Source: an optimization exercise on an open RTL-to-GDS flow (aim: small area and a short achievable clock period). Production flows keep margins and buffers that such runs may drop.
Function was checked by simulation only, so behaviour that the tests miss may differ from the original.
No activity file was given, so power comes from the tool's default toggle rates.

==> flow/design.v <==
module mem_ecc_codec (
    input  wire        clk,
    input  wire        rst_n,
    input  wire        in_valid,
    input  wire [1:0]  in_op,
    input  wire [63:0] in_data,
    input  wire [7:0]  in_check,
    output reg         out_valid,
    output wire [63:0] out_data,
    output wire [7:0]  out_check,
    output wire [1:0]  out_status,
    output wire [7:0]  out_syndrome,
    output wire [6:0]  out_pos
);
    localparam [511:0] HCOL = {
        8'h57,8'h4F,8'h3E,8'h3D,8'h3B,8'h37,8'h2F,8'h1F,8'hE0,8'hD0,8'hC8,8'hC4,8'hC2,8'hC1,8'hB0,8'hA8,
        8'hA4,8'hA2,8'hA1,8'h98,8'h94,8'h92,8'h91,8'h8C,8'h8A,8'h89,8'h86,8'h85,8'h83,8'h70,8'h68,8'h64,
        8'h62,8'h61,8'h58,8'h54,8'h52,8'h51,8'h4C,8'h4A,8'h49,8'h46,8'h45,8'h43,8'h38,8'h34,8'h32,8'h31,
        8'h2C,8'h2A,8'h29,8'h26,8'h25,8'h23,8'h1C,8'h1A,8'h19,8'h16,8'h15,8'h13,8'h0E,8'h0D,8'h0B,8'h07};
    function [3:0] mul_a;
        input [3:0] x;
        input [3:0] n;
        reg   [3:0] p;
        integer     i;
        begin
            p = x;
            for (i = 0; i < 15; i = i + 1)
                if (i < n) p = {p[2:0], 1'b0} ^ (p[3] ? 4'h3 : 4'h0);
            mul_a = p;
        end
    endfunction
    function [2:0] lg3;
        input [3:0] x;
        begin
            lg3[0] = (x == 4'h1) | (x == 4'h8) | (x == 4'hA) | (x == 4'hC) | (x == 4'hF);
            lg3[1] = (x == 4'h2) | (x == 4'h3) | (x == 4'h7) | (x == 4'hB) | (x == 4'hD);
            lg3[2] = (x == 4'h4) | (x == 4'h5) | (x == 4'h6) | (x == 4'h9) | (x == 4'hE);
        end
    endfunction
    function [4:0] lg5;
        input [3:0] x;
        begin
            lg5[0] = (x == 4'h1) | (x == 4'h6) | (x == 4'h7);
            lg5[1] = (x == 4'h2) | (x == 4'hC) | (x == 4'hE);
            lg5[2] = (x == 4'h4) | (x == 4'hB) | (x == 4'hF);
            lg5[3] = (x == 4'h5) | (x == 4'h8) | (x == 4'hD);
            lg5[4] = (x == 4'h3) | (x == 4'h9) | (x == 4'hA);
        end
    endfunction
    wire       dec = in_op[0];
    wire [7:0] hd;
    wire [3:0] sd0, sd1;
    wire xg0 = in_data[22] ^ in_data[28];
    wire xg1 = in_data[7] ^ in_data[19];
    wire xg2 = in_data[25] ^ xg0;
    wire xg3 = in_data[10] ^ in_data[14];
    wire xg4 = in_data[3] ^ in_data[15];
    wire xg5 = in_data[56] ^ in_data[60];
    wire xg6 = in_data[4] ^ in_data[20];
    wire xg7 = in_data[13] ^ in_data[16];
    wire xg8 = in_data[5] ^ in_data[21];
    wire xg9 = in_data[59] ^ in_data[61];
    wire xg10 = in_data[6] ^ in_data[18];
    wire xg11 = in_data[62] ^ in_data[63];
    wire xg12 = in_data[23] ^ in_data[26];
    wire xg13 = in_data[8] ^ in_data[24];
    wire xg14 = in_data[27] ^ in_data[31];
    wire xg15 = in_data[57] ^ in_data[58];
    wire xg16 = in_data[11] ^ in_data[17];
    wire xg17 = in_data[0] ^ in_data[12];
    wire xg18 = in_data[9] ^ in_data[29];
    wire xg19 = in_data[2] ^ xg8;
    wire xg20 = in_data[30] ^ xg7;
    wire xg21 = in_data[1] ^ xg6;
    wire xg22 = in_data[29] ^ xg12;
    wire xg23 = xg11 ^ xg15;
    wire xg24 = in_data[47] ^ in_data[52];
    wire xg25 = in_data[35] ^ in_data[46];
    wire xg26 = in_data[40] ^ in_data[44];
    wire xg27 = in_data[41] ^ in_data[43];
    wire xg28 = in_data[33] ^ in_data[34];
    wire xg29 = in_data[50] ^ in_data[55];
    wire xg30 = in_data[42] ^ in_data[49];
    wire xg31 = in_data[36] ^ in_data[38];
    wire xg32 = in_data[51] ^ in_data[53];
    wire xg33 = in_data[39] ^ in_data[48];
    wire xg34 = in_data[21] ^ in_data[30];
    wire xg35 = in_data[15] ^ in_data[18];
    wire xg36 = in_data[16] ^ in_data[28];
    wire xg37 = in_data[1] ^ in_data[13];
    wire xg38 = in_data[0] ^ in_data[10];
    wire xg39 = in_data[12] ^ in_data[19];
    wire xg40 = xg26 ^ xg33;
    wire xg41 = in_data[14] ^ xg13;
    wire xg42 = in_data[37] ^ xg25;
    wire xg43 = xg16 ^ xg35;
    wire xg44 = xg1 ^ xg9;
    wire xg45 = in_data[11] ^ xg5;
    wire xg46 = in_data[25] ^ xg18;
    wire xg47 = xg29 ^ xg32;
    wire xg48 = in_data[26] ^ xg10;
    wire xg49 = in_data[24] ^ xg34;
    wire xg50 = in_data[32] ^ xg28;
    wire xg51 = in_data[23] ^ xg4;
    wire xg52 = xg3 ^ xg14;
    wire xg53 = in_data[54] ^ xg30;
    wire xg54 = in_data[9] ^ xg10;
    wire xg55 = xg13 ^ xg17;
    wire xg56 = in_data[45] ^ xg31;
    wire xg57 = xg2 ^ xg22;
    wire xg58 = xg20 ^ xg21;
    wire xg59 = xg2 ^ xg4;
    wire xg60 = xg23 ^ xg45;
    wire xg61 = xg27 ^ xg53;
    wire xg62 = xg5 ^ xg44;
    wire xg63 = xg37 ^ xg46;
    wire xg64 = in_data[31] ^ xg43;
    wire xg65 = xg54 ^ xg59;
    wire xg66 = xg19 ^ xg60;
    wire xg67 = in_data[7] ^ in_data[35];
    wire xg68 = in_data[41] ^ in_data[50];
    wire xg69 = in_data[59] ^ xg12;
    wire xg70 = xg38 ^ xg67;
    wire xg71 = xg68 ^ xg56;
    wire xg72 = xg69 ^ xg70;
    wire xg73 = xg58 ^ xg71;
    wire xg74 = xg72 ^ xg66;
    wire xg75 = xg73 ^ xg74;
    wire xg76 = in_data[3] ^ in_data[6];
    wire xg77 = in_data[17] ^ in_data[22];
    wire xg78 = in_data[39] ^ in_data[42];
    wire xg79 = in_data[51] ^ in_data[56];
    wire xg80 = xg9 ^ xg76;
    wire xg81 = xg77 ^ xg78;
    wire xg82 = xg79 ^ xg21;
    wire xg83 = xg23 ^ xg42;
    wire xg84 = xg52 ^ xg55;
    wire xg85 = xg80 ^ xg81;
    wire xg86 = xg82 ^ xg83;
    wire xg87 = xg84 ^ xg85;
    wire xg88 = xg86 ^ xg87;
    wire xg89 = in_data[32] ^ in_data[36];
    wire xg90 = in_data[37] ^ in_data[40];
    wire xg91 = in_data[43] ^ in_data[61];
    wire xg92 = xg17 ^ xg24;
    wire xg93 = xg89 ^ xg90;
    wire xg94 = xg91 ^ xg92;
    wire xg95 = xg93 ^ xg94;
    wire xg96 = xg65 ^ xg66;
    wire xg97 = xg95 ^ xg96;
    wire xg98 = in_data[2] ^ in_data[33];
    wire xg99 = in_data[38] ^ in_data[53];
    wire xg100 = in_data[57] ^ in_data[62];
    wire xg101 = xg98 ^ xg99;
    wire xg102 = xg100 ^ xg40;
    wire xg103 = xg41 ^ xg51;
    wire xg104 = xg101 ^ xg62;
    wire xg105 = xg63 ^ xg102;
    wire xg106 = xg103 ^ xg104;
    wire xg107 = xg105 ^ xg106;
    wire xg108 = in_data[4] ^ in_data[5];
    wire xg109 = in_data[8] ^ in_data[17];
    wire xg110 = in_data[27] ^ in_data[34];
    wire xg111 = in_data[44] ^ in_data[58];
    wire xg112 = in_data[63] ^ xg18;
    wire xg113 = xg36 ^ xg108;
    wire xg114 = xg109 ^ xg110;
    wire xg115 = xg111 ^ xg48;
    wire xg116 = xg112 ^ xg113;
    wire xg117 = xg114 ^ xg61;
    wire xg118 = xg62 ^ xg115;
    wire xg119 = xg116 ^ xg117;
    wire xg120 = xg118 ^ xg119;
    wire xg121 = in_data[45] ^ in_data[46];
    wire xg122 = in_data[47] ^ in_data[48];
    wire xg123 = in_data[49] ^ in_data[55];
    wire xg124 = in_data[60] ^ xg3;
    wire xg125 = xg9 ^ xg15;
    wire xg126 = xg39 ^ xg121;
    wire xg127 = xg122 ^ xg123;
    wire xg128 = xg20 ^ xg50;
    wire xg129 = xg124 ^ xg125;
    wire xg130 = xg126 ^ xg127;
    wire xg131 = xg64 ^ xg128;
    wire xg132 = xg129 ^ xg130;
    wire xg133 = xg131 ^ xg132;
    wire xg134 = in_data[20] ^ in_data[52];
    wire xg135 = in_data[54] ^ xg11;
    wire xg136 = xg14 ^ xg134;
    wire xg137 = xg47 ^ xg49;
    wire xg138 = xg50 ^ xg135;
    wire xg139 = xg136 ^ xg57;
    wire xg140 = xg137 ^ xg138;
    wire xg141 = xg139 ^ xg140;
    wire xg142 = xg24 ^ xg40;
    wire xg143 = xg42 ^ xg47;
    wire xg144 = xg56 ^ xg61;
    wire xg145 = xg142 ^ xg143;
    wire xg146 = xg144 ^ xg145;
    wire xg147 = xg6 ^ xg36;
    wire xg148 = xg55 ^ xg147;
    wire xg149 = in_data[17] ^ xg8;
    wire xg150 = xg149 ^ xg63;
    wire xg151 = in_data[2] ^ in_data[22];
    wire xg152 = in_data[30] ^ xg3;
    wire xg153 = xg151 ^ xg48;
    wire xg154 = xg152 ^ xg153;
    wire xg155 = in_data[11] ^ xg1;
    wire xg156 = xg14 ^ xg51;
    wire xg157 = xg155 ^ xg156;
    wire xg158 = in_data[31] ^ xg1;
    wire xg159 = xg7 ^ xg38;
    wire xg160 = xg158 ^ xg159;
    wire xg161 = xg57 ^ xg160;
    wire xg162 = xg1 ^ xg16;
    wire xg163 = xg2 ^ xg52;
    wire xg164 = xg162 ^ xg58;
    wire xg165 = xg163 ^ xg164;
    wire xg166 = in_data[20] ^ xg19;
    wire xg167 = xg22 ^ xg41;
    wire xg168 = xg64 ^ xg166;
    wire xg169 = xg167 ^ xg168;
    wire xg170 = in_data[27] ^ xg39;
    wire xg171 = xg49 ^ xg170;
    wire xg172 = xg171 ^ xg65;
    assign hd[0] = xg75;
    assign hd[1] = xg88;
    assign hd[2] = xg97;
    assign hd[3] = xg107;
    assign hd[4] = xg120;
    assign hd[5] = xg133;
    assign hd[6] = xg141;
    assign hd[7] = xg146;
    assign sd0[0] = xg148;
    assign sd0[1] = xg150;
    assign sd0[2] = xg154;
    assign sd0[3] = xg157;
    assign sd1[0] = xg161;
    assign sd1[1] = xg165;
    assign sd1[2] = xg169;
    assign sd1[3] = xg172;
    wire [7:0] hs = hd ^ in_check;
    wire [3:0] s0 = sd0 ^ in_check[3:0] ^ in_check[7:4];
    wire [3:0] s1 = sd1 ^ mul_a(in_check[3:0], 4'd8) ^ mul_a(in_check[7:4], 4'd9);
    wire [3:0] x9 = mul_a(sd1, 4'd3) ^ mul_a(sd0, 4'd11);
    wire [3:0] x8 = sd0 ^ x9;
    wire [2:0] a0 = lg3(s0), a1 = lg3(s1);
    wire [4:0] b0 = lg5(s0), b1 = lg5(s1);
    reg        op1_q, dec_q, hdec_q, rdec_q;
    reg [63:0] d_q;
    reg [7:0]  c_q;
    reg [7:0]  t_q;
    always @(posedge clk) begin
        if (!rst_n) out_valid <= 1'b0;
        else        out_valid <= in_valid;
        op1_q  <= in_op[1];
        dec_q  <= in_op[0];
        hdec_q <= in_op[1] & in_op[0];
        rdec_q <= ~in_op[1] & in_op[0];
        d_q    <= in_op[1] ? in_data : {in_data[63:48], b1, b0, a1, a0, in_data[31:0]};
        c_q    <= (in_op[1] | dec) ? in_check : {x9, x8};
        t_q    <= in_op[1] ? hs : {s1, s0};
    end
    reg [15:0] lo, hi;
    integer    v;
    always @* begin
        for (v = 0; v < 16; v = v + 1) begin
            lo[v] = (t_q[3:0] == v[3:0]);
            hi[v] = (t_q[7:4] == v[3:0]) & hdec_q;
        end
    end
    wire [63:0] hm;
    genvar g;
    generate for (g = 0; g < 64; g = g + 1) begin : g_hm
        assign hm[g] = lo[HCOL[8*g +: 4]] & hi[HCOL[8*g+4 +: 4]];
    end endgenerate
    wire [7:0] hcf = {hi[8] & lo[0], hi[4] & lo[0], hi[2] & lo[0], hi[1] & lo[0],
                      lo[8] & hi[0], lo[4] & hi[0], lo[2] & hi[0], lo[1] & hi[0]};
    reg [6:0] hps;
    integer   k, i;
    always @* begin
        hps = 7'd0;
        for (k = 0; k < 64; k = k + 1) if (hm[k]) hps = hps | k[6:0];
        for (i = 0; i < 8; i = i + 1) if (hcf[i]) hps = hps | (7'd64 + i[6:0]);
    end
    function [4:0] wcls;   
        input [3:0] x;
        reg   [2:0] w;
        begin
            w    = x[0] + x[1] + x[2] + x[3];
            wcls = 5'b00001 << w;
        end
    endfunction
    wire [4:0] wl = wcls(t_q[3:0]);
    wire [4:0] wh = wcls(t_q[7:4]);
    wire hit = hdec_q & ((wl[0] & (wh[1] | wh[3])) | (wl[1] & (wh[0] | wh[2])) |
                         (wl[2] & wh[1]) | (wl[3] & wh[0]) | (|hm[63:56]));
    wire [1:0] hst = {hdec_q & (t_q != 8'h00) & ~hit, hit};
    wire [2:0] a0q = d_q[34:32], a1q = d_q[37:35];
    wire [4:0] b0q = d_q[42:38], b1q = d_q[47:43];
    reg  [2:0] jm3q;
    reg  [4:0] jm5q;
    integer    r, q;
    always @* begin
        for (r = 0; r < 3; r = r + 1) begin
            jm3q[r] = 1'b0;
            for (q = 0; q < 3; q = q + 1) jm3q[r] = jm3q[r] | (a0q[q] & a1q[(q + r) % 3]);
        end
        for (r = 0; r < 5; r = r + 1) begin
            jm5q[r] = 1'b0;
            for (q = 0; q < 5; q = q + 1) jm5q[r] = jm5q[r] | (b0q[q] & b1q[(q + r) % 5]);
        end
    end
    reg  [9:0] re;
    integer    j;
    always @* begin
        for (j = 0; j < 10; j = j + 1) re[j] = jm3q[j % 3] & jm5q[j % 5];
    end
    wire [3:0] s0g = t_q[3:0] & {4{rdec_q}};
    reg [31:0] rfl;
    always @* begin
        for (k = 0; k < 8; k = k + 1) rfl[4*k +: 4] = s0g & {4{re[k]}};
    end
    wire [7:0] rcf = {s0g & {4{re[9]}}, s0g & {4{re[8]}}};
    wire       rbad = (jm3q[1] & jm5q[0]) | (jm3q[2] & jm5q[1]) | (jm3q[0] & jm5q[2]) |
                      (jm3q[1] & jm5q[3]) | (jm3q[2] & jm5q[4]);
    wire       rhit = (|jm3q) & ~rbad;
    wire [3:0] rps  = {re[8] | re[9], re[4] | re[5] | re[6] | re[7],
                       re[2] | re[3] | re[6] | re[7], re[1] | re[3] | re[5] | re[7] | re[9]};
    wire [1:0] rst  = {rdec_q & (t_q != 8'h00) & ~rhit, rdec_q & rhit};
    wire senc = op1_q & ~dec_q;
    assign out_data[31:0]  = d_q[31:0] ^ (hm[31:0] | rfl);
    assign out_data[63:32] = (d_q[63:32] ^ hm[63:32]) & {32{op1_q}};
    assign out_check       = c_q ^ (senc ? t_q : (hcf | rcf));
    wire   anyhit          = hst[0] | rst[0];
    assign out_status      = {dec_q & (t_q != 8'h00) & ~anyhit, anyhit};
    assign out_syndrome    = t_q & {8{dec_q}};
    assign out_pos         = hps | {3'b000, rps & {4{rdec_q}}};
endmodule
==> flow/flow/run.sh <==
#!/bin/bash
# Own flow: the standard synthesis, then the combinational logic replaced
# by the gate-level netlist of flow/netgen.py (same registers: names and cell
# type), checked equivalent to the standard synthesis by yosys; then the
# standard layout, with plain buffers on the ports instead of the delay cells
# buffer_ports picks by default. If the generated netlist fails a check, the
# standard synthesis's netlist is laid out instead.
set -euo pipefail
HERE=$(pwd)
R=$HERE/orfs/results/$FLOW_PLATFORM/mem_ecc_codec/base
LIB=$FLOW_HOME/platforms/$FLOW_PLATFORM/lib/sky130_fd_sc_hd__tt_025C_1v80.lib
bash standard.sh synth > make_synth.log 2>&1
cp $R/1_2_yosys.v $HERE/synth_standard.v
USE=synth_standard.v
if LIB=$LIB python3 flow/netgen.py $HERE/net_gen.v > netgen.log 2>&1; then
  yosys -p "read_liberty -lib $LIB; read_verilog net_gen.v; hierarchy -top $FLOW_TOP; opt_clean -purge; write_verilog -noattr -noexpr net_norm.v" > yosys_norm.log 2>&1
  yosys -p "read_liberty -ignore_miss_func $LIB; read_verilog synth_standard.v; rename $FLOW_TOP gold; read_verilog net_norm.v; rename $FLOW_TOP gate; flatten gold gate; opt_clean; equiv_make gold gate equiv; hierarchy -top equiv; equiv_simple; equiv_status -assert" > yosys_equiv.log 2>&1 \
    && python3 - <<'PY' > regcheck.log 2>&1 && USE=net_norm.v
import re, sys
def regs(p):
    return sorted(re.findall(r'(sky130_fd_sc_hd__df\w+)\s+(\\\S+)', open(p).read()))
a, b = regs('synth_standard.v'), regs('net_norm.v')
print(len(a), len(b))
sys.exit(0 if a == b and a else 1)
PY
fi
echo "laying out $USE" > netlist_choice.log
cp $HERE/$USE $R/1_2_yosys.v
rm -f $R/1_synth.odb $R/1_synth.sdc
bash standard.sh BUFFER_PORTS_ARGS="-buffer_cell sky130_fd_sc_hd__buf_1" finish > make_finish.log 2>&1
==> flow/flow/netgen.py <==
#!/usr/bin/env python3
"""Generate the gate-level netlist of mem_ecc_codec (sky130hd cells) that the
version's own flow lays out in place of the standard synthesis's netlist.

The netlist implements the same register set (names and cell type) and the
same equations as rtl/mem_ecc_codec.v.  Regular parts (XOR trees, nibble
predecode, match lines, corrections, muxes) are built here gate by gate;
irregular small functions are mapped with yosys/abc (area script).

usage: netgen.py OUT.v      (verifies by simulation against a Python model)
"""
import os, re, sys, random, subprocess, tempfile, itertools
sys.path.insert(0, os.path.dirname(os.path.abspath(__file__)))
from paar import rows, paar, mula, HC

LIB = os.environ.get('LIB', '/OpenROAD-flow-scripts/flow/platforms/sky130hd/lib/sky130_fd_sc_hd__tt_025C_1v80.lib')
P = 'sky130_fd_sc_hd__'

# ---------------------------------------------------------------- liberty
def read_lib(path):
    funcs = {}
    cur = None; pin = None; direction = None
    for line in open(path):
        m = re.match(r'\s*cell \("?(\w+)"?\)', line)
        if m:
            cur = m.group(1); funcs[cur] = {}; continue
        m = re.match(r'\s*pin \("?(\w+)"?\)', line)
        if m:
            pin = m.group(1); continue
        m = re.match(r'\s*function : "([^"]*)"', line)
        if m and cur and pin:
            funcs[cur][pin] = m.group(1)
    return funcs
LIBF = read_lib(LIB)

def pyfunc(expr):
    e = expr.replace('!', '~')
    e = re.sub(r'~\s*(\w+)', r'(M^\1)', e)
    e = re.sub(r'~\s*\(', r'M^(', e)
    names = sorted(set(re.findall(r'[A-Za-z_]\w*', e)) - {'M'})
    code = 'lambda M,' + ','.join(names) + ': ' + e
    return names, eval(code)

# ---------------------------------------------------------------- netlist
class Net:
    def __init__(self):
        self.cells = []          # (type, instname, {pin: net})
        self.k = 0
        self.outs = {}           # output pin name per type
    def new(self):
        self.k += 1
        return f'_n{self.k}_'
    def g(self, typ, **pins):
        t = P + typ
        fo = LIBF[t]
        outp = [p for p in fo if p not in ('VPWR', 'VGND', 'VPB', 'VNB') and p not in pins]
        outp = [p for p in outp if p in ('X', 'Y', 'Q', 'SUM', 'COUT', 'Q_N')]
        assert len(outp) == 1, (typ, outp)
        o = self.new()
        self.k += 1
        self.cells.append((t, f'_c{self.k}_', dict(pins, **{outp[0]: o})))
        return o
    def inst(self, t, name, pins):
        self.cells.append((t, name, pins))

N = Net()
def XOR(a, b): return N.g('xor2_1', A=a, B=b)
def XNOR(a, b): return N.g('xnor2_1', A=a, B=b)
def INV(a): return N.g('inv_1', A=a)
def NAND2(a, b): return N.g('nand2_1', A=a, B=b)
def NOR2(a, b): return N.g('nor2_1', A=a, B=b)
def NOR3(a, b, c): return N.g('nor3_1', A=a, B=b, C=c)
def AND2(a, b): return N.g('and2_1', A=a, B=b)
def MUX2(a0, a1, s): return N.g('mux2_1', A0=a0, A1=a1, S=s)
def MUX2I(a0, a1, s): return N.g('mux2i_1', A0=a0, A1=a1, S=s)
def A21OI(a1, a2, b1): return N.g('a21oi_1', A1=a1, A2=a2, B1=b1)
def NOR2B(a, bn): return N.g('nor2b_1', A=a, B_N=bn)

# ---------------------------------------------------------------- abc blocks
ABC_SCRIPT = ('strash; dch -f; balance; rewrite; refactor; balance; rewrite; rewrite -z; balance; '
              'refactor -z; rewrite -z; balance; dch -f; balance; rewrite; refactor; balance; rewrite; '
              'rewrite -z; balance; refactor -z; rewrite -z; balance; dch -f; amap; mfs2; strash; dch -f; map -a; topo')
DONT_USE = ['probe_p_8', 'probec_p_8', 'lpflow_*', 'mux4_*', 'fa_*', 'ha_*', 'maj3_*', 'xor3_*', 'xnor3_*',
            'dlygate*', 'dlymetal*', 'clkdly*', 'buf_*', 'clkbuf_*', 'bufbuf*', 'bufinv*', 'clkinvlp*',
            'einv*', 'ebuf*', 'dl*', 'df*', 'sdf*', 'sed*', 'edf*', 'conb*', 'tap*', 'decap*', 'fill*', 'diode*',
            'macro*', 'o2111*', 'a2111*']

def abc_block(name, src, ins, outs, script=ABC_SCRIPT):
    """Map module `name` (Verilog src; scalar ports) with abc; ins/outs map port -> net."""
    d = tempfile.mkdtemp()
    vin = os.path.join(d, 'in.v'); vout = os.path.join(d, 'out.v'); sc = os.path.join(d, 'abc.script')
    open(vin, 'w').write(src); open(sc, 'w').write(script)
    du = ' '.join(f'-dont_use {P}{c}' for c in DONT_USE)
    cmd = (f'read_verilog {vin}; synth -flatten -top {name}; abc -liberty {LIB} {du} -script {sc}; '
           f'opt_clean -purge; write_verilog -noattr {vout}')
    r = subprocess.run(['yosys', '-q', '-p', cmd], capture_output=True, text=True)
    if r.returncode:
        print(r.stdout, r.stderr); raise SystemExit('yosys failed for ' + name)
    txt = open(vout).read()
    local = {}
    def net(x):
        x = x.strip()
        if x in ins: return ins[x]
        if x in outs: return outs[x]
        if x in ("1'h0", "1'b0"): raise SystemExit('constant in ' + name)
        if x not in local: local[x] = N.new()
        return local[x]
    for a, b in re.findall(r'assign\s+(\S+)\s*=\s*(\S+)\s*;', txt):
        # a = b : an output driven straight by an input or another net
        raise SystemExit(f'assign in block {name}: {a} = {b}')
    for typ, inst, body in re.findall(r'(sky130_fd_sc_hd__\w+)\s+(\S+)\s*\((.*?)\);', txt, re.S):
        pins = {p: net(n) for p, n in re.findall(r'\.(\w+)\(([^)]*)\)', body)}
        N.k += 1
        N.cells.append((typ, f'_c{N.k}_', pins))

# ---------------------------------------------------------------- ports
D = [f'in_data[{k}]' for k in range(64)]
C = [f'in_check[{i}]' for i in range(8)]
OP = ['in_op[0]', 'in_op[1]']

def emit_tree(R, innets, tries=60):
    best = None
    for s in range(tries):
        g, o, d = paar(R, len(innets), 20, s)
        key = (len(g), max(d[x] for x in o))
        if best is None or key < best[0]:
            best = (key, g, o)
    _, g, o = best
    nets = list(innets)
    for a, b in g:
        nets.append(XOR(nets[a], nets[b]))
    return [nets[x] for x in o]

def build():
    R = rows()
    Rd = [set(x for x in r if x < 64) for r in R]
    out16 = emit_tree(Rd, D)
    hd, sd0, sd1 = out16[0:8], out16[8:12], out16[12:16]
    # check parts
    hs_n = [XNOR(hd[i], C[i]) for i in range(8)]
    cc0 = [XOR(C[b], C[4 + b]) for b in range(4)]
    s0_n = [XNOR(sd0[b], cc0[b]) for b in range(4)]
    rc1 = []
    for b in range(4):
        s = set()
        for bb in range(4):
            if mula(1 << bb, 8) >> b & 1: s.add(bb)
            if mula(1 << bb, 9) >> b & 1: s.add(4 + bb)
        rc1.append(s)
    cc1 = emit_tree(rc1, C)
    s1_n = [XNOR(sd1[b], cc1[b]) for b in range(4)]
    # RS encode x9 = a^3 sd1 + a^11 sd0, x8 = sd0 + x9
    rx = []
    for b in range(4):
        s = set()
        for bb in range(4):
            if mula(1 << bb, 11) >> b & 1: s.add(bb)
            if mula(1 << bb, 3) >> b & 1: s.add(4 + bb)
        rx.append(s)
    for b in range(4):
        s = set(rx[b]) ^ {b}
        rx.append(s)
    x98 = emit_tree(rx[0:4] + rx[4:8], sd0 + sd1)
    x9, x8 = x98[0:4], x98[4:8]
    # flags and muxes
    op0, op1 = OP
    sel_c = N.g('or2_1', A=op0, B=op1)
    cD = [MUX2(x8[i] if i < 4 else x9[i - 4], C[i], sel_c) for i in range(8)]
    tD = [MUX2I(s0_n[i] if i < 4 else s1_n[i - 4], hs_n[i], op1) for i in range(8)]
    # residue lines + slot mux (abc)
    src = ['module lines(input s00,s01,s02,s03,s10,s11,s12,s13,op1,' +
           ','.join(f'd{i}' for i in range(16)) + ', output ' + ','.join(f'q{i}' for i in range(16)) + ');',
           '  wire [3:0] s0 = ~{s03,s02,s01,s00}, s1 = ~{s13,s12,s11,s10};']
    src.append('''  function [2:0] lg3; input [3:0] x; begin
    lg3[0] = (x == 4'h1) | (x == 4'h8) | (x == 4'hA) | (x == 4'hC) | (x == 4'hF);
    lg3[1] = (x == 4'h2) | (x == 4'h3) | (x == 4'h7) | (x == 4'hB) | (x == 4'hD);
    lg3[2] = (x == 4'h4) | (x == 4'h5) | (x == 4'h6) | (x == 4'h9) | (x == 4'hE); end endfunction
  function [4:0] lg5; input [3:0] x; begin
    lg5[0] = (x == 4'h1) | (x == 4'h6) | (x == 4'h7);
    lg5[1] = (x == 4'h2) | (x == 4'hC) | (x == 4'hE);
    lg5[2] = (x == 4'h4) | (x == 4'hB) | (x == 4'hF);
    lg5[3] = (x == 4'h5) | (x == 4'h8) | (x == 4'hD);
    lg5[4] = (x == 4'h3) | (x == 4'h9) | (x == 4'hA); end endfunction
  wire [15:0] l = {lg5(s1), lg5(s0), lg3(s1), lg3(s0)};
  wire [15:0] d = {''' + ','.join(f'd{i}' for i in reversed(range(16))) + '''};
  wire [15:0] q = op1 ? d : l;''')
    src.append('  assign {' + ','.join(f'q{i}' for i in reversed(range(16))) + '} = q;')
    src.append('endmodule')
    ins = {f's0{b}': s0_n[b] for b in range(4)}
    ins.update({f's1{b}': s1_n[b] for b in range(4)})
    ins['op1'] = op1
    ins.update({f'd{i}': D[32 + i] for i in range(16)})
    slotD = [N.new() for _ in range(16)]
    abc_block('lines', '\n'.join(src), ins, {f'q{i}': slotD[i] for i in range(16)})
    upD = D[48:64]
    dD = D[0:32] + slotD + upD
    # registers
    Q = {}
    def reg(name, idx, d):
        nm = f'{name}[{idx}]' if idx is not None else name
        qn = '\\' + nm + ' '
        kind = '$_SDFF_PN0_' if name == 'out_valid' else '$_DFF_P_'
        N.inst(P + 'dfxtp_1', '\\' + nm + kind + ' ', {'CLK': 'clk', 'D': d, 'Q': qn if name != 'out_valid' else 'out_valid'})
        return qn if name != 'out_valid' else 'out_valid'
    dq = [reg('d_q', k, dD[k]) for k in range(64)]
    cq = [reg('c_q', i, cD[i]) for i in range(8)]
    tq = [reg('t_q', i, tD[i]) for i in range(8)]
    op1q = reg('op1_q', None, op1)
    decq = reg('dec_q', None, op0)
    hdecq = reg('hdec_q', None, AND2(op0, op1))
    rdecq = reg('rdec_q', None, NOR2B(op1, op0))
    reg('out_valid', None, AND2('rst_n', 'in_valid'))

    # ---------------- output side
    tn = [INV(tq[i]) for i in range(8)]
    lit = lambda b, v: tq[b] if v else tn[b]          # literal true when t[b] == v
    nlit = lambda b, v: tn[b] if v else tq[b]         # its complement
    pl = [NOR2(nlit(0, w & 1), nlit(1, w >> 1 & 1)) for w in range(4)]   # t[1:0] == w
    ph = [NOR2(nlit(2, w & 1), nlit(3, w >> 1 & 1)) for w in range(4)]   # t[3:2] == w
    lo_n = [NAND2(pl[v & 3], ph[v >> 2]) for v in range(16)]
    hdec_n = INV(hdecq)
    p54 = [NOR2(nlit(4, w & 1), nlit(5, w >> 1 & 1)) for w in range(4)]
    p76 = [NOR3(hdec_n, nlit(6, w & 1), nlit(7, w >> 1 & 1)) for w in range(4)]
    hi_n = [NAND2(p54[u & 3], p76[u >> 2]) for u in range(16)]
    hm = [NOR2(lo_n[HC[k] & 15], hi_n[HC[k] >> 4]) for k in range(64)]
    hcf = [NOR2(lo_n[1 << i], hi_n[0]) for i in range(4)] + [NOR2(lo_n[0], hi_n[1 << i]) for i in range(4)]
    # RS locator, status and position pieces (abc)
    rin = {f'l{i}': dq[32 + i] for i in range(16)}
    rin['rdec'] = rdecq
    e = [N.new() for _ in range(10)]
    rps = [N.new() for _ in range(4)]
    rhit = N.new()
    src = '''module rsloc(input l0,l1,l2,l3,l4,l5,l6,l7,l8,l9,l10,l11,l12,l13,l14,l15,rdec,
  output e0,e1,e2,e3,e4,e5,e6,e7,e8,e9,p0,p1,p2,p3,rhit);
  wire [2:0] a0 = {l2,l1,l0}, a1 = {l5,l4,l3};
  wire [4:0] b0 = {l10,l9,l8,l7,l6}, b1 = {l15,l14,l13,l12,l11};
  reg [2:0] jm3; reg [4:0] jm5; reg [9:0] re; integer r, q, j;
  always @* begin
    for (r = 0; r < 3; r = r + 1) begin jm3[r] = 1'b0;
      for (q = 0; q < 3; q = q + 1) jm3[r] = jm3[r] | (a0[q] & a1[(q + r) % 3]); end
    for (r = 0; r < 5; r = r + 1) begin jm5[r] = 1'b0;
      for (q = 0; q < 5; q = q + 1) jm5[r] = jm5[r] | (b0[q] & b1[(q + r) % 5]); end
    for (j = 0; j < 10; j = j + 1) re[j] = jm3[j % 3] & jm5[j % 5];
  end
  wire rbad = (jm3[1] & jm5[0]) | (jm3[2] & jm5[1]) | (jm3[0] & jm5[2]) | (jm3[1] & jm5[3]) | (jm3[2] & jm5[4]);
  assign {e9,e8,e7,e6,e5,e4,e3,e2,e1,e0} = re;
  assign p3 = rdec & (re[8] | re[9]);
  assign p2 = rdec & (re[4] | re[5] | re[6] | re[7]);
  assign p1 = rdec & (re[2] | re[3] | re[6] | re[7]);
  assign p0 = rdec & (re[1] | re[3] | re[5] | re[7] | re[9]);
  assign rhit = rdec & (|jm3) & ~rbad;
endmodule
'''
    outs = {f'e{j}': e[j] for j in range(10)}
    outs.update({f'p{b}': rps[b] for b in range(4)})
    outs['rhit'] = rhit
    abc_block('rsloc', src, rin, outs)
    s0g = [AND2(tq[b], rdecq) for b in range(4)]
    # Hsiao hit from the syndrome weight classes (abc)
    hin = {f't{i}': tq[i] for i in range(8)}
    hin.update({f'm{i}': hm[56 + i] for i in range(8)})
    hin['hdec'] = hdecq
    hit = N.new()
    src = '''module hhit(input t0,t1,t2,t3,t4,t5,t6,t7,m0,m1,m2,m3,m4,m5,m6,m7,hdec, output hit);
  function [4:0] wcls; input [3:0] x; reg [2:0] w; begin w = x[0] + x[1] + x[2] + x[3]; wcls = 5'b00001 << w; end endfunction
  wire [4:0] wl = wcls({t3,t2,t1,t0}), wh = wcls({t7,t6,t5,t4});
  assign hit = hdec & ((wl[0] & (wh[1] | wh[3])) | (wl[1] & (wh[0] | wh[2])) |
                       (wl[2] & wh[1]) | (wl[3] & wh[0]) | m0 | m1 | m2 | m3 | m4 | m5 | m6 | m7);
endmodule
'''
    abc_block('hhit', src, hin, {'hit': hit})
    # status
    nz = N.g('or4_1', A=tq[0], B=tq[1], C=tq[2], D=tq[3])
    nz2 = N.g('or4_1', A=tq[4], B=tq[5], C=tq[6], D=tq[7])
    anyhit = N.g('or2_1', A=hit, B=rhit)
    st0 = anyhit
    # status[1] = dec & (nz | nz2) & ~anyhit
    st1 = N.g('o211a_1', A1=nz, A2=nz2, B1=decq, C1=N.g('inv_1', A=anyhit))
    # position: OR trees (abc)
    pin = {f'h{k}': hm[k] for k in range(64)}
    pin.update({f'c{i}': hcf[i] for i in range(8)})
    pin.update({f'r{b}': rps[b] for b in range(4)})
    pos = [N.new() for _ in range(7)]
    terms = []
    for b in range(7):
        t = [f'h{k}' for k in range(64) if k >> b & 1]
        t += [f'c{i}' for i in range(8) if (64 + i) >> b & 1]
        if b < 4: t.append(f'r{b}')
        terms.append(f'  assign o{b} = ' + ' | '.join(t) + ';')
    src = ('module hpos(input ' + ','.join(pin.keys()) + ', output ' + ','.join(f'o{b}' for b in range(7)) + ');\n'
           + '\n'.join(terms) + '\nendmodule\n')
    abc_block('hpos', src, pin, {f'o{b}': pos[b] for b in range(7)})
    # data outputs
    op1n = INV(op1q)
    out = {}
    for k in range(64):
        if k < 32:
            f_n = A21OI(s0g[k % 4], e[k // 4], hm[k])
            out[f'out_data[{k}]'] = XNOR(dq[k], f_n)
        else:
            out[f'out_data[{k}]'] = NOR2(XNOR(dq[k], hm[k]), op1n)
    senc = NOR2B(decq, op1q)
    for i in range(8):
        f_n = A21OI(s0g[i % 4], e[8 + i // 4], hcf[i])
        m = MUX2I(f_n, tn[i], senc)        # senc ? t : f
        out[f'out_check[{i}]'] = XOR(cq[i], m)
    out['out_status[0]'] = st0
    out['out_status[1]'] = st1
    dec_n = INV(decq)
    for i in range(8):
        out[f'out_syndrome[{i}]'] = NOR2(tn[i], dec_n)
    for b in range(7):
        out[f'out_pos[{b}]'] = pos[b]
    return out

# ---------------------------------------------------------------- simulation
def simulate(out, inputs, M):
    """Bit-parallel simulation. inputs: net -> int. Returns net values."""
    val = dict(inputs)
    cells = list(N.cells)
    funcs = {}
    pending = cells
    # registers are cut: their Q must be in inputs
    for it in range(1000):
        nxt = []
        for typ, inst, pins in pending:
            if typ.endswith('dfxtp_1'):
                continue
            fo = LIBF[typ]
            outp = [p for p in pins if p in fo]
            ins_ = [p for p in pins if p not in fo]
            if not all(pins[p] in val for p in ins_):
                nxt.append((typ, inst, pins)); continue
            for op_ in outp:
                key = (typ, op_)
                if key not in funcs: funcs[key] = pyfunc(fo[op_])
                names, f = funcs[key]
                val[pins[op_]] = f(M, *[val[pins[n]] for n in names]) & M
        if not nxt: break
        if len(nxt) == len(pending): raise SystemExit('combinational loop or undriven net: %s' % (nxt[0],))
        pending = nxt
    return val

def model(op, Dv, Cv, regs=None):
    pass

def verify(out, nvec=4000):
    rnd = random.Random(1)
    M = (1 << nvec) - 1
    # --- input side: random op/data/check; compare register D pins with a reference
    def rb(): return rnd.getrandbits(nvec)
    inputs = {n: rb() for n in D + C + OP + ['in_valid', 'rst_n']}
    for typ, inst, pins in N.cells:
        if typ.endswith('dfxtp_1'): inputs[pins['Q']] = 0
    val = simulate(out, inputs, M)
    regD = {inst: pins['D'] for typ, inst, pins in N.cells if typ.endswith('dfxtp_1')}
    def bit(x, i): return (x >> i) & 1
    errs = 0
    LG = {}
    e = 1
    for i in range(15): LG[e] = i; e = mula(e, 1)
    for v in range(nvec):
        d = sum(bit(inputs[D[k]], v) << k for k in range(64))
        c = sum(bit(inputs[C[i]], v) << i for i in range(8))
        op = bit(inputs[OP[0]], v) | bit(inputs[OP[1]], v) << 1
        hd = 0
        for k in range(64):
            if d >> k & 1: hd ^= HC[k]
        A = B = 0
        for j in range(8):
            x = d >> 4 * j & 15; A ^= x; B ^= mula(x, j)
        hs = hd ^ c
        s0 = A ^ (c & 15) ^ (c >> 4)
        s1 = B ^ mula(c & 15, 8) ^ mula(c >> 4, 9)
        x9 = mula(B, 3) ^ mula(A, 11); x8 = A ^ x9
        def lg3(x): return 0 if x == 0 else 1 << (LG[x] % 3)
        def lg5(x): return 0 if x == 0 else 1 << (LG[x] % 5)
        lines = lg3(s0) | lg3(s1) << 3 | lg5(s0) << 6 | lg5(s1) << 11
        op1 = op >> 1; op0 = op & 1
        exp = {}
        dq = d if op1 else (d & 0xFFFF0000FFFFFFFF) | lines << 32
        for k in range(64): exp[f'\\d_q[{k}]$_DFF_P_ '] = dq >> k & 1
        cqv = c if (op1 or op0) else (x9 << 4 | x8)
        for i in range(8): exp[f'\\c_q[{i}]$_DFF_P_ '] = cqv >> i & 1
        tqv = hs if op1 else (s1 << 4 | s0)
        for i in range(8): exp[f'\\t_q[{i}]$_DFF_P_ '] = tqv >> i & 1
        exp['\\op1_q$_DFF_P_ '] = op1; exp['\\dec_q$_DFF_P_ '] = op0
        exp['\\hdec_q$_DFF_P_ '] = op1 & op0; exp['\\rdec_q$_DFF_P_ '] = (1 - op1) & op0
        exp['\\out_valid$_SDFF_PN0_ '] = bit(inputs['rst_n'], v) & bit(inputs['in_valid'], v)
        for inst, n in regD.items():
            if bit(val[n], v) != exp[inst]:
                errs += 1
                if errs < 5: print('input side mismatch', inst, v)
    print('input side errors', errs)
    # --- output side: random register values (consistent flags), compare outputs
    qnets = {inst: pins['Q'] for typ, inst, pins in N.cells if typ.endswith('dfxtp_1')}
    inputs = {}
    opv = [rnd.randrange(4) for _ in range(nvec)]
    tv = [rnd.randrange(256) if rnd.random() < 0.5 else (HC[rnd.randrange(64)] ^ (0 if rnd.random() < 0.7 else 1 << rnd.randrange(8))) for _ in range(nvec)]
    # for RS ops make t/lines consistent with a syndrome
    dv = [rnd.getrandbits(64) for _ in range(nvec)]
    cv = [rnd.getrandbits(8) for _ in range(nvec)]
    for v in range(nvec):
        if not (opv[v] >> 1):
            s0 = tv[v] & 15; s1 = tv[v] >> 4
            def lg3(x): return 0 if x == 0 else 1 << (LG[x] % 3)
            def lg5(x): return 0 if x == 0 else 1 << (LG[x] % 5)
            lines = lg3(s0) | lg3(s1) << 3 | lg5(s0) << 6 | lg5(s1) << 11
            dv[v] = (dv[v] & 0xFFFF0000FFFFFFFF) | lines << 32
    def pack(f):
        x = 0
        for v in range(nvec):
            if f(v): x |= 1 << v
        return x
    for inst, qn in qnets.items():
        m = re.match(r'\\(\w+)(?:\[(\d+)\])?\$', inst)
        nm, idx = m.group(1), m.group(2)
        idx = int(idx) if idx else None
        if nm == 'd_q': inputs[qn] = pack(lambda v: dv[v] >> idx & 1)
        elif nm == 'c_q': inputs[qn] = pack(lambda v: cv[v] >> idx & 1)
        elif nm == 't_q': inputs[qn] = pack(lambda v: tv[v] >> idx & 1)
        elif nm == 'op1_q': inputs[qn] = pack(lambda v: opv[v] >> 1)
        elif nm == 'dec_q': inputs[qn] = pack(lambda v: opv[v] & 1)
        elif nm == 'hdec_q': inputs[qn] = pack(lambda v: opv[v] == 3)
        elif nm == 'rdec_q': inputs[qn] = pack(lambda v: opv[v] == 1)
        elif nm == 'out_valid': inputs[qn] = pack(lambda v: 1)
    for n in D + C + OP + ['in_valid', 'rst_n']: inputs[n] = 0
    val = simulate(out, inputs, M)
    for o_, n_ in out.items(): val[o_] = val[n_]
    errs = 0
    for v in range(nvec):
        op = opv[v]; t = tv[v]; d = dv[v]; c = cv[v]
        exp_data = d; exp_chk = c; st = 0; pos = 0; syn = 0
        if op == 0:
            exp_data = d & 0xFFFFFFFF; exp_chk = c
        elif op == 1:
            exp_data = d & 0xFFFFFFFF; syn = t
            s0 = t & 15; s1 = t >> 4
            if t == 0: st = 0
            elif s0 and s1:
                j = (LG[s1] - LG[s0]) % 15
                if j <= 9:
                    st = 1; pos = j
                    if j < 8: exp_data ^= s0 << 4 * j
                    else: exp_chk ^= s0 << 4 * (j - 8)
                else: st = 2
            else: st = 2
        elif op == 2:
            exp_chk = c ^ t
        else:
            syn = t
            if t == 0: st = 0
            else:
                st = 2
                for k in range(64):
                    if HC[k] == t: exp_data ^= 1 << k; st = 1; pos = k
                for i in range(8):
                    if t == 1 << i: exp_chk ^= t; st = 1; pos = 64 + i
        got_d = sum(bit(val[f'out_data[{k}]'], v) << k for k in range(64))
        got_c = sum(bit(val[f'out_check[{i}]'], v) << i for i in range(8))
        got_s = sum(bit(val[f'out_status[{i}]'], v) << i for i in range(2))
        got_y = sum(bit(val[f'out_syndrome[{i}]'], v) << i for i in range(8))
        got_p = sum(bit(val[f'out_pos[{i}]'], v) << i for i in range(7))
        if (got_d, got_c, got_s, got_y, got_p) != (exp_data, exp_chk, st, syn, pos):
            errs += 1
            if errs < 5: print('output mismatch op', op, hex(t), (hex(got_d), got_c, got_s, got_y, got_p), (hex(exp_data), exp_chk, st, syn, pos))
    print('output side errors', errs)
    return errs

def write(out, path):
    L = ['// Generated by gen/netgen.py: gate-level netlist of mem_ecc_codec (sky130hd).',
         'module mem_ecc_codec(clk, rst_n, in_valid, in_op, in_data, in_check, out_valid, out_data, out_check, out_status, out_syndrome, out_pos);',
         '  input clk; input rst_n; input in_valid; input [1:0] in_op; input [63:0] in_data; input [7:0] in_check;',
         '  output out_valid; output [63:0] out_data; output [7:0] out_check; output [1:0] out_status; output [7:0] out_syndrome; output [6:0] out_pos;']
    nets = set()
    for typ, inst, pins in N.cells:
        for p, n in pins.items():
            if not re.match(r'(in_|out_|clk|rst_n)', n): nets.add(n)
    # map output port nets: outputs are named nets; add assigns
    for n in sorted(nets): L.append(f'  wire {n};')
    for typ, inst, pins in N.cells:
        L.append(f'  {typ} {inst} (' + ', '.join(f'.{p}({n})' for p, n in pins.items()) + ');')
    for o, n in out.items():
        L.append(f'  assign {o} = {n};')
    L.append('endmodule')
    open(path, 'w').write('\n'.join(L) + '\n')

if __name__ == '__main__':
    out = build()
    area = 0.0
    cnt = {}
    for typ, inst, pins in N.cells:
        cnt[typ] = cnt.get(typ, 0) + 1
    import collections
    A = {}
    cur = None
    for line in open(LIB):
        m = re.match(r'\s*cell \("?(\w+)"?\)', line)
        if m: cur = m.group(1)
        m = re.match(r'\s*area\s*:\s*([0-9.]+)', line)
        if m and cur: A[cur] = float(m.group(1)); cur = None
    tot = sum(A[t] * n for t, n in cnt.items())
    print('cells', sum(cnt.values()), 'area', round(tot, 1))
    for t, n in sorted(cnt.items(), key=lambda x: -A[x[0]] * x[1])[:15]:
        print(f'  {t[len(P):]:12s} {n:4d} {A[t]*n:8.1f}')
    errs = verify(out)
    write(out, sys.argv[1])
    sys.exit(1 if errs else 0)
==> flow/flow/paar.py <==
import random, itertools, sys, heapq
HC=[v for v in range(256) if bin(v).count('1')==3][:56]+[v for v in range(256) if bin(v).count('1')==5][:8]
def mula(x,n):
    for _ in range(n):
        x=((x<<1)&15)^(3 if x&8 else 0)
    return x
def rows():
    # inputs: d0..d63 (idx 0..63), cm0..cm7 (64..71)
    R=[]
    for i in range(8):
        R.append(set([k for k in range(64) if HC[k]>>i&1]+[64+i]))
    # s0 bit b
    for b in range(4):
        R.append(set([4*j+b for j in range(8)]+[64+b,68+b]))
    for b in range(4):
        s=set()
        for j in range(8):
            for bb in range(4):
                if mula(1<<bb,j)>>b&1: s.add(4*j+bb)
        for bb in range(4):
            if mula(1<<bb,8)>>b&1: s.add(64+bb)
            if mula(1<<bb,9)>>b&1: s.add(68+bb)
        R.append(s)
    return R
def paar(R, nin, maxd, seed):
    rnd=random.Random(seed)
    R=[set(r) for r in R]
    depth=[0]*nin
    gates=[]
    while True:
        cnt={}
        for r in R:
            l=sorted(r)
            for a,b in itertools.combinations(l,2):
                if max(depth[a],depth[b])+1<=maxd:
                    cnt[(a,b)]=cnt.get((a,b),0)+1
        if not cnt: break
        m=max(cnt.values())
        if m<2: break
        cands=[p for p,c in cnt.items() if c==m]
        # prefer shallow
        md=min(max(depth[a],depth[b]) for a,b in cands)
        cands=[p for p in cands if max(depth[p[0]],depth[p[1]])==md]
        a,b=rnd.choice(cands)
        n=len(depth); depth.append(max(depth[a],depth[b])+1); gates.append((a,b))
        for r in R:
            if a in r and b in r:
                r.discard(a); r.discard(b); r.add(n)
    # final trees
    outs=[]
    for r in R:
        h=[(depth[x],x) for x in r]; heapq.heapify(h)
        while len(h)>1:
            d1,a=heapq.heappop(h); d2,b=heapq.heappop(h)
            n=len(depth); depth.append(max(d1,d2)+1); gates.append((a,b)); heapq.heappush(h,(depth[n],n))
        outs.append(h[0][1])
    return gates, outs, depth
if __name__=='__main__':
    R=rows()
    for maxd in [4,5,6,7,20]:
        best=None
        for s in range(int(sys.argv[1]) if len(sys.argv)>1 else 20):
            g,o,d=paar(R,72,maxd,s)
            key=(len(g),max(d[x] for x in o))
            if best is None or key<best: best=key
        print(maxd,best)
    R8=rows()[:8]
    print('hsiao only', min(len(paar(R8,72,20,s)[0]) for s in range(10)))
    R8=rows()[8:]
    print('rs only', min(len(paar(R8,72,20,s)[0]) for s in range(10)))
==> flow/standard.sh <==
#!/bin/bash
# synth_recipe.tcl (not shown) runs the flow's synth.tcl, then flattens the netlist and writes it again
# the make line also repeats each setting of config.mk as NAME=value (left out here)
make -C /OpenROAD-flow-scripts/flow DESIGN_CONFIG=/design/flow/config.mk WORK_HOME=/design/flow/orfs CLKGATE_MAP_FILE= SYNTH_SCRIPT=/design/flow/synth_recipe.tcl "${@:-finish}"
==> flow/config.mk <==
export PLATFORM = sky130hd
export DESIGN_NAME = mem_ecc_codec
export DESIGN_NICKNAME = mem_ecc_codec
export VERILOG_FILES = /design/flow/design.v
export SDC_FILE = /design/flow/constraint.sdc
export NUM_CORES = 4
export LEC_CHECK = 0
export CAP_MARGIN = 20
export CORE_MARGIN = 2
export CORE_UTILIZATION = 40
export SETUP_SLACK_MARGIN = 3.9
export SLEW_MARGIN = 20
==> flow/constraint.sdc <==
create_clock -name core_clock -period 8.0 [get_ports {clk}]
set_input_delay 1.6000 -clock core_clock [delete_from_list [all_inputs] [get_ports {clk}]]
set_output_delay 1.6000 -clock core_clock [all_outputs]
set_load 0.01 [all_outputs]
==> flow_summary.json, run 1 <==
{
  "leakage_nw": 3.41,
  "synth_area_sq_um": 6650,
  "cts_hold_buf": 0,
  "grt_max_degree": 33,
  "cts.root.buffer_cell": "clkbuf_16",
  "required_ns": 6.40,
  "setup_tns_ns": 0,
  "drt-vias-per-instance": 5.31,
  "path_class": "reg -> out",
  "setup_viol": 0,
  "htreeDepth": 3,
  "syn_inst": 869,
  "gp_congestion": 0.979,
  "hpwl_um": 22000,
  "core_area_sq_um": 16400,
  "clockBufferDepth": 2,
  "final_cell_mix": "193 x xor2_1, 159 x buf_1, 152 x nor2_1",
  "max_freq_mhz": 244,
  "cts.clk_slew.worst_paths_ns": 0.06,
  "min_to": "d_q[19]",
  "io_buffers": 166,
  "post-route-period-util": 0.513,
  "crit_fanout": 5,
  "nFillCells": 1586,
  "syn-num-nets": 946,
  "area_delta_synth_final_pct": 32.8,
  "die_area_sq_um": 17700,
  "track_usage": 0.295,
  "drt-pass1-iter-count": 5,
  "nets": 1155,
  "drive_gt1_frac": 0.176,
  "antenna_cells": 0,
  "grt_overflow": 0,
  "hold_start": "in_data[19]",
  "cts_inserted_buffers": 9,
  "worstSetupEndpointType": "output port",
  "vias": 6925,
  "ant_nets": 0,
  "grt_antenna_before_repair": 0,
  "cts_tree": "done",
  "status": "timing/DRC/antenna clean",
  "start_util": 0.405,
  "maxCapViolCount": 0,
  "holdPathStages": 1,
  "ir_drop_mv": 0.176,
  "rsz0062_at_grt": "true",
  "fin_crit_ns": 4.11,
  "p_total_mw": 3.22,
  "critPathLaunchType": "register",
  "syn_area_per_cell_sq_um": 7.65,
  "drt_iter0_drc": 683,
  "hp-class": "in -> reg",
  "die-width_um": 133,
  "final_common_cell": "xor2_1",
  "worst_pin_slew_ns": 0.998,
  "drv_slew": 0,
  "ios": 167,
  "cp.arrival_ns": 2.51,
  "yosys_warnings": 1,
  "hold_viol": 0,
  "power_density_nw_per_um2": 365,
  "first_global_vias": 6596,
  "cts.sinks": 85,
  "die_h_um": 133,
  "relSlewSlack": 0.334,
  "grt_pass1_wl_um": 39100,
  "wl_per_cell_um": 20.7,
  "num_rows": 47,
  "drc": 0,
  "totalWireLength_um": 26900
}
[power by group]
group / total [mW] / internal [mW] / switching (mW)
logic: 2.06 / 0.832 / 1.23
registers: 0.710 / 0.542 / 0.169
clock network: 0.448 / 0.283 / 0.165
[per-stage QoR]
stage	hold WS, ns	setup slack, ns	instances	util	cell area, sq um
after global routing	1.43	3.76	1303	0.538	8830
after detailed placement	1.78	3.33	1257	0.461	7560
after CTS	1.43	3.80	1292	0.509	8350
after floorplan	1.63	4.05	869	-	6650
final	1.44	3.89	1303	0.538	8830
after global placement	1.78	3.45	1257	0.461	7560
[worst max path at each step]
| stage | from | slack, ns | cells past startpoint | end |
|---|---|---|---|---|
| floorplan | in_data[13] | 4.05 | 12 | d_q[43] |
| global placement | in_data[20] | 3.45 | 13 | d_q[43] |
| detailed placement | in_data[20] | 3.33 | 13 | d_q[35] |
| CTS | d_q[37] | 3.80 | 8 | out_pos[0] |
| global route | t_q[1] | 3.76 | 10 | out_status[1] |
| finish | t_q[1] | 3.89 | 14 | out_status[1] |
[routing by layer]
metal / share of wire / track usage
met5: 0 / 0
met4: 0.048 / 0.130
met3: 0.073 / 0.0452
met2: 0.47 / 0.495
met1: 0.41 / 0.375
[final cells by class]
class	count	area, sq um	area share
clock buffers	11	243	0.0275
clock inverters	5	82.6	0.00936
inverters	46	184	0.0208
multi-input cells	738	5370	0.609
flip-flops and latches	85	1750	0.198
well taps	220	275	0.0312
repair buffers	198	920	0.104
[worst max-delay path, cell delays in order (launching register included)]
cell and delay (ns):
dfxtp_4 0.40, inv_4 0.05, nor2_4 0.09, nor2_2 0.04, or2_4 0.25, nand2_4 0.07, inv_4 0.03, or2_4 0.22
a22o_4 0.21, o211ai_1 0.09, a31oi_1 0.11, or2_1 0.30, inv_1 0.07, o211a_1 0.15, buf_6 0.10
[registers in the layout, summed over array words and instances, names as in the netlist]
register   count
d_q           64
c_q            8
t_q            8
dec_q          1
hdec_q         1
op1_q          1
out_valid      1
rdec_q         1
[what timing repair did]
action	in CTS	in global routing
endpoints found under the setup margin	20	35
buffers inserted	19	11
pin swaps	13	29
resized for setup	87	87
==> run 2, diff against run 1 <==
--- a/flow/config.mk
+++ b/flow/config.mk
@@ -8,5 +8,5 @@
 export CAP_MARGIN = 20
 export CORE_MARGIN = 2
 export CORE_UTILIZATION = 40
-export SETUP_SLACK_MARGIN = 3.9
+export SETUP_SLACK_MARGIN = 4.2
 export SLEW_MARGIN = 20
==> run 2 against run 1 <==
Sequential share of layout area down 1.9 points. Worst setup slack better by 0.034 ns. Largest cell class unchanged. Highest routed layer unchanged. Still clean. Via count up 5.3%. Utilization up 6.7 points. Maximum frequency up 0.84%. Sequential power up 2%. Non-clock buffer count up 54.
==> flow_summary.json, run 2 <==
{
  "fin_util": 0.605,
  "setup_tns_ns": 0,
  "p_total_mw": 3.58,
  "largest_reg_flops": 64,
  "syn_inst": 869,
  "worst_hold_slack_ns": 1.44,
  "synth_area_sq_um": 6650,
  "crit_path_max_incr_delay_ns": 0.39,
  "ios": 167,
  "top_layer_used": "met4",
  "num_rows": 47,
  "worst_pin_slew_ns": 1.04,
  "path_class": "reg -> out",
  "grt_overflow": 0,
  "cp.depth": 14,
  "grt_antenna_before_repair": 0,
  "cp.arrival_ns": 2.47,
  "die_area_sq_um": 17700,
  "worstSetupEndpointType": "output port",
  "ir_drop_mv": 0.176,
  "drt-pass1-iter-count": 5,
  "fin_crit_ns": 4.07,
  "drt-met1-wl_um": 11700,
  "drt_iter0_drc": 757,
  "vias": 7289,
  "totalWireLength_um": 28100,
  "drv_slew": 0,
  "area_delta_synth_final_pct": 49.2,
  "final_cell_mix": "169 x xor2_1, 126 x nor2_1, 125 x buf_1",
  "post-route-period-util": 0.509,
  "nets": 1209,
  "critPathBufInv": 4,
  "io_buffers": 166,
  "crit_slowest_cell": "dfxtp_4",
  "cts_inserted_buffers": 9,
  "drc": 0,
  "clockBufferDepth": 2,
  "hpwl_um": 22000,
  "top_regs": "d_q: 64 flops, c_q: 8 flops, t_q: 8 flops",
  "start_util": 0.405,
  "track_usage": 0.295,
  "cts.root.buffer_cell": "clkbuf_16",
  "die_h_um": 133,
  "cp_common_cell": "or2_4",
  "relSlewSlack": 0.307,
  "maxCapViolCount": 0,
  "nFillCells": 1458,
  "grt_pass1_wl_um": 39400,
  "placed_cell_area_sq_um": 7600,
  "first_global_vias": 6789,
  "rsz0062_at_grt": "true",
  "critPathLaunchType": "register",
  "power_density_nw_per_um2": 360,
  "holdPathStages": 1,
  "final_common_cell": "xor2_1",
  "min_to": "d_q[16]",
  "hp-class": "in -> reg",
  "yosys_warnings": 1,
  "antenna_cells": 0,
  "cts.sinks": 85,
  "gp_congestion": 1.02,
  "crit_fanout": 5,
  "dr_wl_met3_um": 2020,
  "syn-num-nets": 946,
  "hold_start": "in_data[16]",
  "ant_nets": 0,
  "cts_tree": "done",
  "wl_per_cell_um": 20.8,
  "met2WireLength_um": 13200,
  "drive_gt1_frac": 0.340,
  "crit_chain": "clkinv_4 > nor2_4 > nor2_2 > or2_4 > nand2_2 > clkinv_2 > or2_4 > a22o_2 > o211ai_1 > a31oi_1 > or2_1 > inv_1 > o211a_1 > buf_2",
  "cts.clk_slew.worst_paths_ns": 0.06,
  "core_area_sq_um": 16400,
  "leakage_nw": 3.96,
  "drt-vias-per-instance": 5.38,
  "htreeDepth": 3,
  "status": "timing/DRC/antenna clean",
  "grt_max_degree": 33,
  "multi_input_area_sq_um": 6030,
  "regArea_sq_um": 1780,
  "required_ns": 6.40,
  "die-width_um": 133,
  "cpLargestDelayFamily": "simple AND/OR/NAND/NOR gates",
  "final_area_sq_um": 9920,
  "setup_viol": 0,
  "syn_area_per_cell_sq_um": 7.65,
  "max_freq_mhz": 246,
  "regMostFlops": "d_q",
  "hold_viol": 0
}
## run 2: changes by cell type in the layout (fill, tap and decap cells not counted), sizes merged
| cell | previous run | this run |
|---|---|---|
| buf | 195 | 238 |
| clkbuf | 14 | 24 |
| bufinv | 2 | 0 |
| clkinv | 33 | 34 |
| clkinvlp | 0 | 1 |
| inv | 16 | 15 |
## run 2: power breakdown
group          switching (mW)  leakage [nW]  internal [mW]  total (mW)
combinational            1.41          3.10           1.07        2.48
clock                   0.158         0.130          0.214       0.372
sequential              0.174         0.725          0.552       0.726
total                    1.74          3.96           1.83        3.58
## run 2: layout make-up
cell class              instances  share of cell area
inverters                      46              0.0199
flip-flops and latches         85               0.179
clock inverters                 4             0.00265
repair buffers                252               0.139
multi-input cells             738               0.608
well taps                     220              0.0277
clock buffers                  10              0.0241
## run 2: worst max path at each step
stage / slack (ns) / start / to
after floorplan: 4.20 / in_data[9] / c_q[3]
after global placement: 3.55 / in_data[28] / d_q[37]
after detailed placement: 3.51 / in_data[22] / d_q[37]
after CTS: 3.93 / d_q[38] / out_pos[0]
after global routing: 3.80 / t_q[0] / out_status[1]
final: 3.93 / t_q[0] / out_status[1]
## run 2: metal layers
layer  vias to the layer above  track usage
met5                         -            0
met4                         0        0.111
met3                        95       0.0264
met2                       423        0.488
met1                      3399        0.401
li1                       3372            -
## run 2: metrics by stage
stage          cells  worst slack, ns
4_1_cts         1322             3.93
2_1_floorplan    869             4.20
6_report        1355             3.93
3_3_place_gp    1256             3.55
5_1_grt         1355             3.80
3_5_place_dp    1256             3.51
## run 2: what timing repair did
item | 4_1_cts | 5_1_grt
resized for setup | 202 | 172
pin swaps | 58 | 73
hold buffers | 0 | 0
setup endpoints to repair | 91 | 68
hold endpoints to repair | 0 | 0
setup buffers | 52 | 33
cloned | 0 | 0
==> run 3, diff against run 2 <==
--- a/flow/config.mk
+++ b/flow/config.mk
@@ -8,5 +8,6 @@
 export CAP_MARGIN = 20
 export CORE_MARGIN = 2
 export CORE_UTILIZATION = 40
-export SETUP_SLACK_MARGIN = 4.2
+export SETUP_SLACK_MARGIN = 3.9
 export SLEW_MARGIN = 20
+export TNS_END_PERCENT = 20
==> run 3 against run 2 <==
Still clean. Flip-flop and latch count is the same. Cell area shrank 13%. Routed wire length shrank 5.7%. Critical path type unchanged. Largest power group unchanged.
==> flow_summary.json, run 3 <==
{
  "p_total_mw": 3.10,
  "hpwl_um": 22000,
  "cp.arrival_ns": 2.54,
  "max_freq_mhz": 241,
  "required_ns": 6.40,
  "nFillCells": 1604,
  "cp_common_cell": "nor2_1",
  "status": "timing/DRC/antenna clean",
  "cts.root.buffer_cell": "clkbuf_16",
  "drt-pass1-iter-count": 5,
  "syn_area_per_cell_sq_um": 7.65,
  "post-route-period-util": 0.518,
  "drc": 0,
  "cts_inserted_buffers": 9,
  "vias": 6863,
  "grt_max_degree": 33,
  "relSlewSlack": 0.329,
  "rsz0062_at_grt": "true",
  "ir_drop_mv": 0.173,
  "switchingPower_mw": 1.52,
  "fin_crit_ns": 4.14,
  "pwr-share-seq": 0.227,
  "syn-num-nets": 946,
  "final_common_cell": "xor2_1",
  "drt-vias-per-instance": 5.29,
  "area_delta_synth_final_pct": 29.1,
  "track_usage": 0.293,
  "cts.clk_slew.worst_paths_ns": 0.06,
  "ant_nets": 0,
  "die_h_um": 133,
  "path_class": "reg -> out",
  "die-width_um": 133,
  "cts.sinks": 85,
  "combPwrFrac": 0.629,
  "cpLargestDelayFamily": "simple AND/OR/NAND/NOR gates",
  "worst_pin_slew_ns": 1.01,
  "drive_gt1_frac": 0.145,
  "grt_antenna_before_repair": 0,
  "wl_per_cell_um": 20.4,
  "start_util": 0.405,
  "swShare": 0.489,
  "ios": 167,
  "multi_input_area_sq_um": 5220,
  "hp-class": "in -> reg",
  "first_global_vias": 6578,
  "regMostFlops": "d_q",
  "clockBufferDepth": 2,
  "hold_viol": 0,
  "die_area_sq_um": 17700,
  "setup_viol": 0,
  "crit_slowest_cell": "or4_2",
  "crit_fanout": 7,
  "antenna_cells": 0,
  "setup_tns_ns": 0,
  "top_regs": "d_q: 64 flops, c_q: 8 flops, t_q: 8 flops",
  "gp_congestion": 0.979,
  "drt_iter0_drc": 709,
  "cts_hold_buf": 0,
  "power_density_nw_per_um2": 362,
  "nets": 1149,
  "synth_area_sq_um": 6650,
  "crit_path_max_incr_delay_ns": 0.68,
  "leakage_nw": 3.31,
  "yosys_warnings": 1,
  "grt_overflow": 0,
  "io_buffers": 166,
  "largest_reg_flops": 64,
  "cts_tree": "done",
  "final_cell_mix": "198 x xor2_1, 162 x buf_1, 160 x nor2_1",
  "grt_pass1_wl_um": 38900,
  "power.share.clock": 0.144,
  "maxCapViolCount": 0,
  "internal-power_mw": 1.59,
  "crit_chain": "buf_4 > nor2_1 > nand2_2 > nor2_1 > or4_2 > nor4_1 > nand4_1 > buf_1",
  "drv_slew": 0,
  "regArea_sq_um": 1740,
  "core_area_sq_um": 16400,
  "totalWireLength_um": 26500,
  "worstSetupEndpointType": "output port",
  "critPathLaunchType": "register",
  "critPathBufInv": 2,
  "worst_hold_slack_ns": 1.44,
  "htreeDepth": 3,
  "num_rows": 47,
  "syn_inst": 869
}
run 3: repair_timing:
item / in CTS / in global routing
pin swaps: 11 / 15
buffers inserted: 15 / 9
endpoints found under the setup margin: 20 / 35
hold endpoints to repair: 0 / 0
resized for setup: 78 / 54
gates cloned: 0 / 0
run 3: power groups by stage:
stage                     Combinational [mW]  Clock, mW  Sequential [mW]
after floorplan                         1.15          0            0.606
after global placement                  1.59          0            0.666
after detailed placement                1.59          0            0.664
after CTS                               1.79      0.451            0.685
after global routing                    2.10      0.469            0.717
final                                   1.95      0.446            0.705
run 3: area by class of cell:
cell class | count | area share
multi-input combinational | 738 | 0.608
inverter | 46 | 0.0214
tap | 220 | 0.0321
sequential | 85 | 0.203
timing repair buffer | 192 | 0.0974
clock inverter | 5 | 0.00962
clock buffer | 11 | 0.0283
run 3: path summary, 6_finish.rpt:
path	from	end	slack (ns)	depth (start not counted)
setup / recovery	t_q[0]	out_pos[1]	3.86	8
hold / removal	in_data[19]	d_q[19]	1.44	1
run 3: through the flow:
stage               setup WS, ns  instances  instance area (sq um)   util
detailed placement          3.33       1257                   7560  0.461
CTS                         3.80       1288                   8290  0.505
global placement            3.45       1257                   7560  0.461
finish                      3.86       1297                   8580  0.523
global route                3.78       1297                   8580  0.523
floorplan                   4.05        869                   6650      -
run 3: per-layer routing:
metal	global-route usage	part of all wire	vias up	wire [um]
met5	0	0	-	0
met3	0.0441	0.072	73	1920
met1	0.373	0.41	3143	10900
met4	0.131	0.046	0	1220
met2	0.492	0.47	383	12500
li1	-	-	3264	-

-- re-timing with driven ports --
The results above use ideal ports. As a check the final layouts listed here were re-extracted and re-timed, cells and wires unchanged.
Step 1, drivers: a clkbuf_16 drives clk and a buf_2 each remaining input, both assumed.
Step 2 also shifts input and output timing later by t, the mid clock arrival at the registers, as if the neighbouring blocks saw the same clock.
Three values: no drivers, after step 1, after step 2; two values: the first two.
| run | t (ns) | setup slack, ns | worst setup path after step 2 | worst data-port slew with drivers (ns) |
|---|---|---|---|---|
| run 1 | 0.369 | 3.894 / 3.853 / 3.657 | input to register | 0.04 |
| run 2 | 0.362 | 3.928 / 3.893 / 3.838 | input to register | 0.04 |
| run 3 | 0.369 | 3.855 / 3.815 / 3.591 | input to register | 0.04 |
After both steps every run listed still meets setup and hold. For run 3, which loses most, drivers alone change the setup slack by -0.040 ns; drivers and shift together by -0.264 ns.
